Context: an optimization exercise on an open-source flow, tuned for small area, a short achievable clock period and few clock cycles. The choices shown serve that exercise and are no tape-out recipe. No functional check of the RTL was part of this run. Power and IR drop assume default switching activity.

[flow/design.v]
module dg_lane (
    input  wire         clk,
    input  wire         rst,
    input  wire         in_valid,
    output wire         in_ready,
    input  wire [31:0]  in_data,
    input  wire         in_last,
    input  wire [2:0]   in_nbytes,
    input  wire [1:0]   in_mode,
    output wire         out_valid,
    output wire [255:0] out_digest
);
    localparam MODE_SHA  = 2'd0;
    localparam MODE_HMAC = 2'd1;
    localparam MODE_KEY  = 2'd2;
    localparam S_IDLE = 3'd0;   
    localparam S_LOAD = 3'd1;   
    localparam S_PAD  = 3'd2;   
    localparam S_COMP = 3'd3;   
    localparam S_FIN  = 3'd4;   
    localparam S_DONE = 3'd5;   
    localparam [255:0] IV = {32'h6a09e667, 32'hbb67ae85, 32'h3c6ef372, 32'ha54ff53a,
                             32'h510e527f, 32'h9b05688c, 32'h1f83d9ab, 32'h5be0cd19};
    function [31:0] rotr(input [31:0] x, input integer n);
        rotr = (x >> n) | (x << (32 - n));
    endfunction
    function [31:0] keep_bytes(input [31:0] d, input [2:0] n);
        case (n)
            3'd0:    keep_bytes = 32'h0;
            3'd1:    keep_bytes = {d[31:24], 24'h0};
            3'd2:    keep_bytes = {d[31:16], 16'h0};
            3'd3:    keep_bytes = {d[31:8], 8'h0};
            default: keep_bytes = d;
        endcase
    endfunction
    function [31:0] pad_byte(input [2:0] n);
        case (n)
            3'd0:    pad_byte = 32'h80000000;
            3'd1:    pad_byte = 32'h00800000;
            3'd2:    pad_byte = 32'h00008000;
            3'd3:    pad_byte = 32'h00000080;
            default: pad_byte = 32'h0;
        endcase
    endfunction
    reg [2:0]   state;
    reg [1:0]   mode;         
    reg [4:0]   wptr;         
    reg         ended;        
    reg         pad80;        
    reg         final_blk;    
    reg         second;       
    reg [21:0]  bcnt;         
    reg [5:0]   round;
    reg [31:0]  wbuf [0:15];   
    reg [31:0]  kbuf [0:15];   
    reg [255:0] hreg;          
    reg [255:0] istate;        
    reg [255:0] ostate;        
    reg [31:0]  a, b, c, d, e, f, g, h;
    wire fire = in_valid && in_ready;
    assign in_ready   = (state == S_IDLE) || (state == S_LOAD);
    assign out_valid  = (state == S_DONE);
    assign out_digest = hreg;
    reg [31:0] kt;
    always @(*) begin
        case (round)
            6'd0:  kt = 32'h428a2f98; 6'd1:  kt = 32'h71374491;
            6'd2:  kt = 32'hb5c0fbcf; 6'd3:  kt = 32'he9b5dba5;
            6'd4:  kt = 32'h3956c25b; 6'd5:  kt = 32'h59f111f1;
            6'd6:  kt = 32'h923f82a4; 6'd7:  kt = 32'hab1c5ed5;
            6'd8:  kt = 32'hd807aa98; 6'd9:  kt = 32'h12835b01;
            6'd10: kt = 32'h243185be; 6'd11: kt = 32'h550c7dc3;
            6'd12: kt = 32'h72be5d74; 6'd13: kt = 32'h80deb1fe;
            6'd14: kt = 32'h9bdc06a7; 6'd15: kt = 32'hc19bf174;
            6'd16: kt = 32'he49b69c1; 6'd17: kt = 32'hefbe4786;
            6'd18: kt = 32'h0fc19dc6; 6'd19: kt = 32'h240ca1cc;
            6'd20: kt = 32'h2de92c6f; 6'd21: kt = 32'h4a7484aa;
            6'd22: kt = 32'h5cb0a9dc; 6'd23: kt = 32'h76f988da;
            6'd24: kt = 32'h983e5152; 6'd25: kt = 32'ha831c66d;
            6'd26: kt = 32'hb00327c8; 6'd27: kt = 32'hbf597fc7;
            6'd28: kt = 32'hc6e00bf3; 6'd29: kt = 32'hd5a79147;
            6'd30: kt = 32'h06ca6351; 6'd31: kt = 32'h14292967;
            6'd32: kt = 32'h27b70a85; 6'd33: kt = 32'h2e1b2138;
            6'd34: kt = 32'h4d2c6dfc; 6'd35: kt = 32'h53380d13;
            6'd36: kt = 32'h650a7354; 6'd37: kt = 32'h766a0abb;
            6'd38: kt = 32'h81c2c92e; 6'd39: kt = 32'h92722c85;
            6'd40: kt = 32'ha2bfe8a1; 6'd41: kt = 32'ha81a664b;
            6'd42: kt = 32'hc24b8b70; 6'd43: kt = 32'hc76c51a3;
            6'd44: kt = 32'hd192e819; 6'd45: kt = 32'hd6990624;
            6'd46: kt = 32'hf40e3585; 6'd47: kt = 32'h106aa070;
            6'd48: kt = 32'h19a4c116; 6'd49: kt = 32'h1e376c08;
            6'd50: kt = 32'h2748774c; 6'd51: kt = 32'h34b0bcb5;
            6'd52: kt = 32'h391c0cb3; 6'd53: kt = 32'h4ed8aa4a;
            6'd54: kt = 32'h5b9cca4f; 6'd55: kt = 32'h682e6ff3;
            6'd56: kt = 32'h748f82ee; 6'd57: kt = 32'h78a5636f;
            6'd58: kt = 32'h84c87814; 6'd59: kt = 32'h8cc70208;
            6'd60: kt = 32'h90befffa; 6'd61: kt = 32'ha4506ceb;
            6'd62: kt = 32'hbef9a3f7; default: kt = 32'hc67178f2;
        endcase
    end
    wire [31:0] wt     = wbuf[0];
    wire [31:0] bsig1  = rotr(e, 6) ^ rotr(e, 11) ^ rotr(e, 25);
    wire [31:0] bsig0  = rotr(a, 2) ^ rotr(a, 13) ^ rotr(a, 22);
    wire [31:0] ch     = (e & f) ^ (~e & g);
    wire [31:0] maj    = (a & b) ^ (a & c) ^ (b & c);
    wire [31:0] t1     = h + bsig1 + ch + kt + wt;
    wire [31:0] t2     = bsig0 + maj;
    wire [31:0] ssig0  = rotr(wbuf[1], 7) ^ rotr(wbuf[1], 18) ^ (wbuf[1] >> 3);
    wire [31:0] ssig1  = rotr(wbuf[14], 17) ^ rotr(wbuf[14], 19) ^ (wbuf[14] >> 10);
    wire [31:0] wnext  = ssig1 + wbuf[9] + ssig0 + wbuf[0];
    wire [255:0] hsum = {hreg[255:224] + a, hreg[223:192] + b,
                         hreg[191:160] + c, hreg[159:128] + d,
                         hreg[127:96]  + e, hreg[95:64]    + f,
                         hreg[63:32]   + g, hreg[31:0]     + h};
    wire [2:0]  nb       = in_last ? in_nbytes : 3'd4;
    wire [1:0]  cur_mode = (state == S_IDLE) ? in_mode : mode;
    wire [31:0] kept     = keep_bytes(in_data, nb);
    wire [31:0] msg_word = kept | pad_byte(nb);
    wire [31:0] ld_word  = (cur_mode == MODE_KEY) ? (kept ^ 32'h36363636) : msg_word;
    wire [24:0] bitlen   = {bcnt, 3'b000};
    integer i;
    always @(posedge clk) begin
        if (rst) begin
            state     <= S_IDLE;
            mode      <= MODE_SHA;
            wptr      <= 5'd0;
            ended     <= 1'b0;
            pad80     <= 1'b0;
            final_blk <= 1'b0;
            second    <= 1'b0;
            bcnt      <= 22'd0;
            round     <= 6'd0;
        end else begin
            case (state)
                S_IDLE, S_LOAD: begin
                    if (fire) begin
                        if (state == S_IDLE) begin
                            mode      <= in_mode;
                            final_blk <= 1'b0;
                            second    <= 1'b0;
                            hreg      <= (in_mode == MODE_HMAC) ? istate : IV;
                            bcnt      <= ((in_mode == MODE_HMAC) ? 22'd64 : 22'd0) + {19'd0, nb};
                        end else begin
                            bcnt <= bcnt + {19'd0, nb};
                        end
                        if (!wptr[4]) begin
                            wbuf[wptr[3:0]] <= ld_word;
                            kbuf[wptr[3:0]] <= kept;
                            wptr <= wptr + 5'd1;
                        end
                        if (in_last) begin
                            ended <= 1'b1;
                            pad80 <= (nb != 3'd4);
                            state <= S_PAD;
                        end else begin
                            ended <= 1'b0;
                            pad80 <= 1'b0;
                            if (wptr == 5'd15 && cur_mode != MODE_KEY) begin
                                state <= S_COMP;
                                round <= 6'd0;
                                {a, b, c, d, e, f, g, h} <= hreg;
                            end else begin
                                state <= S_LOAD;
                            end
                        end
                    end
                end
                S_PAD: begin
                    if (wptr == 5'd16) begin
                        if (mode == MODE_KEY)
                            final_blk <= 1'b1;
                        state <= S_COMP;
                        round <= 6'd0;
                        {a, b, c, d, e, f, g, h} <= hreg;
                    end else if (mode == MODE_KEY) begin
                        wbuf[wptr[3:0]] <= 32'h36363636;
                        kbuf[wptr[3:0]] <= 32'h0;
                        wptr <= wptr + 5'd1;
                    end else if (!pad80) begin
                        wbuf[wptr[3:0]] <= 32'h80000000;
                        pad80 <= 1'b1;
                        wptr  <= wptr + 5'd1;
                    end else if (wptr == 5'd14) begin
                        wbuf[14]  <= 32'h0;
                        wbuf[15]  <= {7'd0, bitlen};
                        wptr      <= 5'd16;
                        final_blk <= 1'b1;
                    end else begin
                        wbuf[wptr[3:0]] <= 32'h0;
                        wptr <= wptr + 5'd1;
                    end
                end
                S_COMP: begin
                    h <= g;
                    g <= f;
                    f <= e;
                    e <= d + t1;
                    d <= c;
                    c <= b;
                    b <= a;
                    a <= t1 + t2;
                    for (i = 0; i < 15; i = i + 1)
                        wbuf[i] <= wbuf[i + 1];
                    wbuf[15] <= wnext;
                    round <= round + 6'd1;
                    if (round == 6'd63)
                        state <= S_FIN;
                end
                S_FIN: begin
                    hreg <= hsum;
                    wptr <= 5'd0;
                    if (!final_blk) begin
                        state <= ended ? S_PAD : S_LOAD;
                    end else if (mode == MODE_KEY) begin
                        if (!second) begin
                            istate <= hsum;
                            hreg   <= IV;
                            for (i = 0; i < 16; i = i + 1)
                                wbuf[i] <= kbuf[i] ^ 32'h5c5c5c5c;
                            second <= 1'b1;
                            round  <= 6'd0;
                            {a, b, c, d, e, f, g, h} <= IV;
                            state  <= S_COMP;
                        end else begin
                            ostate <= hsum;
                            state  <= S_IDLE;
                        end
                    end else if (mode == MODE_HMAC && !second) begin
                        hreg <= ostate;
                        for (i = 0; i < 8; i = i + 1)
                            wbuf[i] <= hsum[255 - 32*i -: 32];
                        wbuf[8] <= 32'h80000000;
                        for (i = 9; i < 15; i = i + 1)
                            wbuf[i] <= 32'h0;
                        wbuf[15] <= 32'd768;
                        second <= 1'b1;
                        round  <= 6'd0;
                        {a, b, c, d, e, f, g, h} <= ostate;
                        state  <= S_COMP;
                    end else begin
                        state <= S_DONE;
                    end
                end
                S_DONE: begin
                    state <= S_IDLE;
                end
                default: state <= S_IDLE;
            endcase
        end
    end
endmodule
[flow/run.sh]
#!/bin/bash
# synth_recipe.tcl (not shown) runs the flow's synth.tcl, then flattens the netlist and writes it again
# the make line also repeats each setting of config.mk as NAME=value (left out here)
make -C /OpenROAD-flow-scripts/flow DESIGN_CONFIG=/design/flow/config.mk WORK_HOME=/design/flow/orfs CLKGATE_MAP_FILE= SYNTH_SCRIPT=/design/flow/synth_recipe.tcl finish
[flow/config.mk]
export PLATFORM = sky130hd
export DESIGN_NAME = dg_lane
export DESIGN_NICKNAME = dg_lane
export VERILOG_FILES = /design/flow/design.v
export SDC_FILE = /design/flow/constraint.sdc
export NUM_CORES = 4
export LEC_CHECK = 0
export CAP_MARGIN = 20
export CORE_MARGIN = 2
export CORE_UTILIZATION = 30
export PLACE_DENSITY = 0.45
export SLEW_MARGIN = 20
[flow/constraint.sdc]
create_clock -name core_clock -period 10.0 [get_ports {clk}]
set_input_delay 2.0000 -clock core_clock [delete_from_list [all_inputs] [get_ports {clk}]]
set_output_delay 2.0000 -clock core_clock [all_outputs]
set_load 0.01 [all_outputs]
==> flow_summary.ini <==
[routing]
wl_per_cell_um = 38.3
drtAntennaViolNets = 0
first_pass_iters = 9
first_iter_violations = 13600
vias = 94800
drt-total-wl_um = 612000
drc_errors = 0
avgViaCountPerCell = 5.93

[logic_synthesis]
synth_simple_gate_area_share_pct = 10.3
synth-adder-area-share_pct = 8.00
synth_xor_area_share_pct = 4.71
synth-async-reset-ratio_pct = 0
syn_inst = 10500
yosysSeqAreaShare_pct = 53.9
synth_cell_type_count = 111
synth-compound-area-share_pct = 18.7
synth.area.mux_share_pct = 0.455
netlist_area_sq_mm = 0.114
synth_ff_type = edfxtp_1
synth_edf_count = 1888
synth_top_family_by_area = compound AO/OA/AOI/OAI gates
ys_warn_count = 1
avgSynthCellArea_sq_um = 10.8
syn_nets = 11200
ys_ff_latch = 2122

[cts]
numCtsBuffers = 264
cts_resized = 0
clkTransAtPathRegs_ns = 0.06
hold_buffers = 0
postCtsSetupBuffers = 0
cts_sinks = 2122
cts-htree-levels = 5
clk_latency_ns = 0.93
clockRootBuffer = clkbuf_16
cts.path.max_buffers = 4
cts_tree = built

[setup_path]
slowest_stage = fa_1
ff2ff_path_depth = 30
critPathMaxFanout = 6
setup.worst_path.start = e[12]
crit_path_max_incr_delay_ns = 0.55
cp.required_ns = 10.58
crit_top_cell = fa_1
rrSetupSlack_ns = 1.52
start_kind = flip-flop
setup.worst_path.end_class = flip-flop
crit_type = reg2reg
r2r-start = e[12]
crit_arrival_ns = 9.07
timing.rr.end = a[29]

[sta]
finalSetupViolations = 0
slew_headroom_pct = 9.62
hold_slack_ns = 0.484
fin_tns_setup_ns = 0
fin_skew_ns = 0.0877
finalCritPeriodShare_pct = 84.8
rsz0062_at_grt = false
fmax_mhz = 118
min_period_ns = 8.48
finalMaxSlewViolations = 0
tightest_slew_ns = 1.35
finalHoldViolCount = 0

[worst_hold_path]
worstHoldEndpoint = ended
holdCritStartpoint = ended
hold_depth = 2
hold_class = reg2reg

[global_routing]
grt_max_degree = 158
track_usage_pct = 30.9
first_global_vias = 88400
grt_pass1_wl_um = 810000
grt_overflow = 0
antenna_found_initial = 96

[die]
fp-row-count = 226
fp.dieH_um = 620
core_sq_mm = 0.378
ios = 299
dieWidth_um = 620
initial_core_util_pct = 30.1
fp.dieArea_sq_mm = 0.385

[power]
p_per_area_mw_per_mm2 = 418
p_leak_nw = 47.4
internal_power_mw = 28.0
seq_power_share_pct = 22.0
p_sw_mw = 27.3
comb_power_share_pct = 60.5
vdd_drop_max_v = 0.000611
swShare_pct = 49.4
clkPwrFrac_pct = 17.4

[placement]
detailed_place_hpwl_um = 447000
io_buffers = 298
dpl.cell_count = 15500
gp_congestion = 0.961

[job]
cap_violations = 0

[finish]
fin_cells = 16000
drive_gt1_share_pct = 8.47
mostFrequentLayoutCells = edfxtp_1 (1888), nand2_1 (1079), nor2_1 (863)
area_growth_pct = 16.2
fin_nets = 11400
final_common_cell = edfxtp_1

[status]
status = no timing/DRC/antenna violations
-- stage by stage --
| stage | power, mW | cell area (sq um) | setup slack (ns) | utilization [%] |
|---|---|---|---|---|
| finish | 55.4 | 132000 | 1.52 | 35.0 |
| global route | 58.1 | 132000 | 0.961 | 35.0 |
| CTS | 55.0 | 132000 | 1.58 | 34.9 |
| detailed placement | 45.2 | 124000 | 1.64 | 32.7 |
| global placement | 45.4 | 124000 | 1.56 | 32.7 |
| floorplan | 31.7 | 114000 | 0.148 | - |
-- power groups by stage --
stage | logic (mW) | registers [mW] | clock network (mW)
after global placement | 33.1 | 12.3 | 0
after global routing | 35.8 | 12.2 | 10.0
after detailed placement | 32.9 | 12.3 | 0
after floorplan | 20.1 | 11.7 | 0
final | 33.5 | 12.2 | 9.66
after CTS | 33.1 | 12.2 | 9.76
-- metal layers --
metal / part of all wire (%) / wire [um] / up-vias / global-route usage (%)
met2: 43 / 264000 / 5326 / 46.3
met1: 43 / 261000 / 48900 / 43.3
met3: 8.8 / 53800 / 905 / 5.25
li1: - / - / 39600 / -
met5: 0.023 / 140 / - / 0
met4: 5.4 / 32800 / 22 / 14.5
-- state kept, by name, indices dropped and copies added (netlist names), 256 cells and up --
name / count
kbuf: 512
ostate: 256
istate: 256
hreg: 256
wbuf: 512
-- kinds of logic after synthesis --
kind of cell / count (synthesis)
and+or+nand+nor: 2743
muxes: 48
buffers and inverters: 1145
DFF: 2122
AOI/OAI and AO/OA: 3232
xor gates and xnor gates: 612
adders and majority gates: 615
-- area by class of cell --
cell class | count | area (sq um)
Multi-Input combinational cell | 7250 | 48800
Clock buffer | 327 | 7090
Timing Repair Buffer | 616 | 5580
Antenna cell | 52 | 130
Inverter | 470 | 1780
Tap cell | 5016 | 6280
Sequential cell | 2122 | 61400
Fill cell | 37800 | 246000
Clock inverter | 139 | 1290
-- worst max-delay path: cells and delay by family, from the launching register on --
family | cells | cell delay, ns
adders and majority gates | 7 | 3.07
AOI/OAI and AO/OA | 12 | 2.64
xor gates and xnor gates | 4 | 1.25
DFF | 1 | 0.53
buffers and inverters | 5 | 0.49
and+or+nand+nor | 2 | 0.22
-- Yosys cell counts (122+ instances only) --
master | number | share of area, %
edfxtp_1 | 1888 | 50
nand2_1 | 1087 | 3.6
nor2_1 | 910 | 3.0
o21ai_0 | 739 | 3.2
a21oi_1 | 714 | 3.1
clkbuf_1 | 527 | 1.7
inv_1 | 461 | 1.5
xnor2_1 | 434 | 3.3
ha_1 | 398 | 4.4
nand3_1 | 268 | 1.2
dfxtp_1 | 234 | 4.1
a21o_1 | 224 | 1.5
a211oi_1 | 221 | 1.5
a22oi_1 | 211 | 1.4
fa_1 | 196 | 3.4
a31oi_1 | 178 | 0.98
xor2_1 | 178 | 1.4
nor3_1 | 146 | 0.64
a221oi_1 | 127 | 0.98
o211ai_1 | 122 | 0.80
-- worst max path at each step --
stage	end	slack [ns]
2_1_floorplan	hreg[0]	0.15
3_3_place_gp	a[29]	1.56
3_5_place_dp	e[29]	1.64
4_1_cts	a[29]	1.58
5_1_grt	e[29]	0.96
6_report	a[29]	1.52

## separate check: timing with driven ports
The results above use ideal ports. As a check the final layout listed here was re-extracted and re-timed, cells and wires unchanged.
Step 1, drivers: a clkbuf_16 drives clk and a buf_2 each remaining input, both assumed.
Step 2, shift: input delay + t, output delay - t, t = (earliest + latest rising clock arrival at the registers) / 2. This alone moves slack from input paths to output paths.
Slacks: no drivers / after step 1 / after step 2; pairs: no drivers / after step 1.
t, ns: 0.994
setup WS [ns]: 1.517 / 1.517 / 1.517
worst hold slack (ns): 0.484 / 0.484 / 0.484
worst register clock-pin slew, ns: 0.07 / 0.07
After both steps this run still meets setup and hold. The setup slack of this run moves by 0.000 ns with the drivers and by 0.000 ns with both steps.
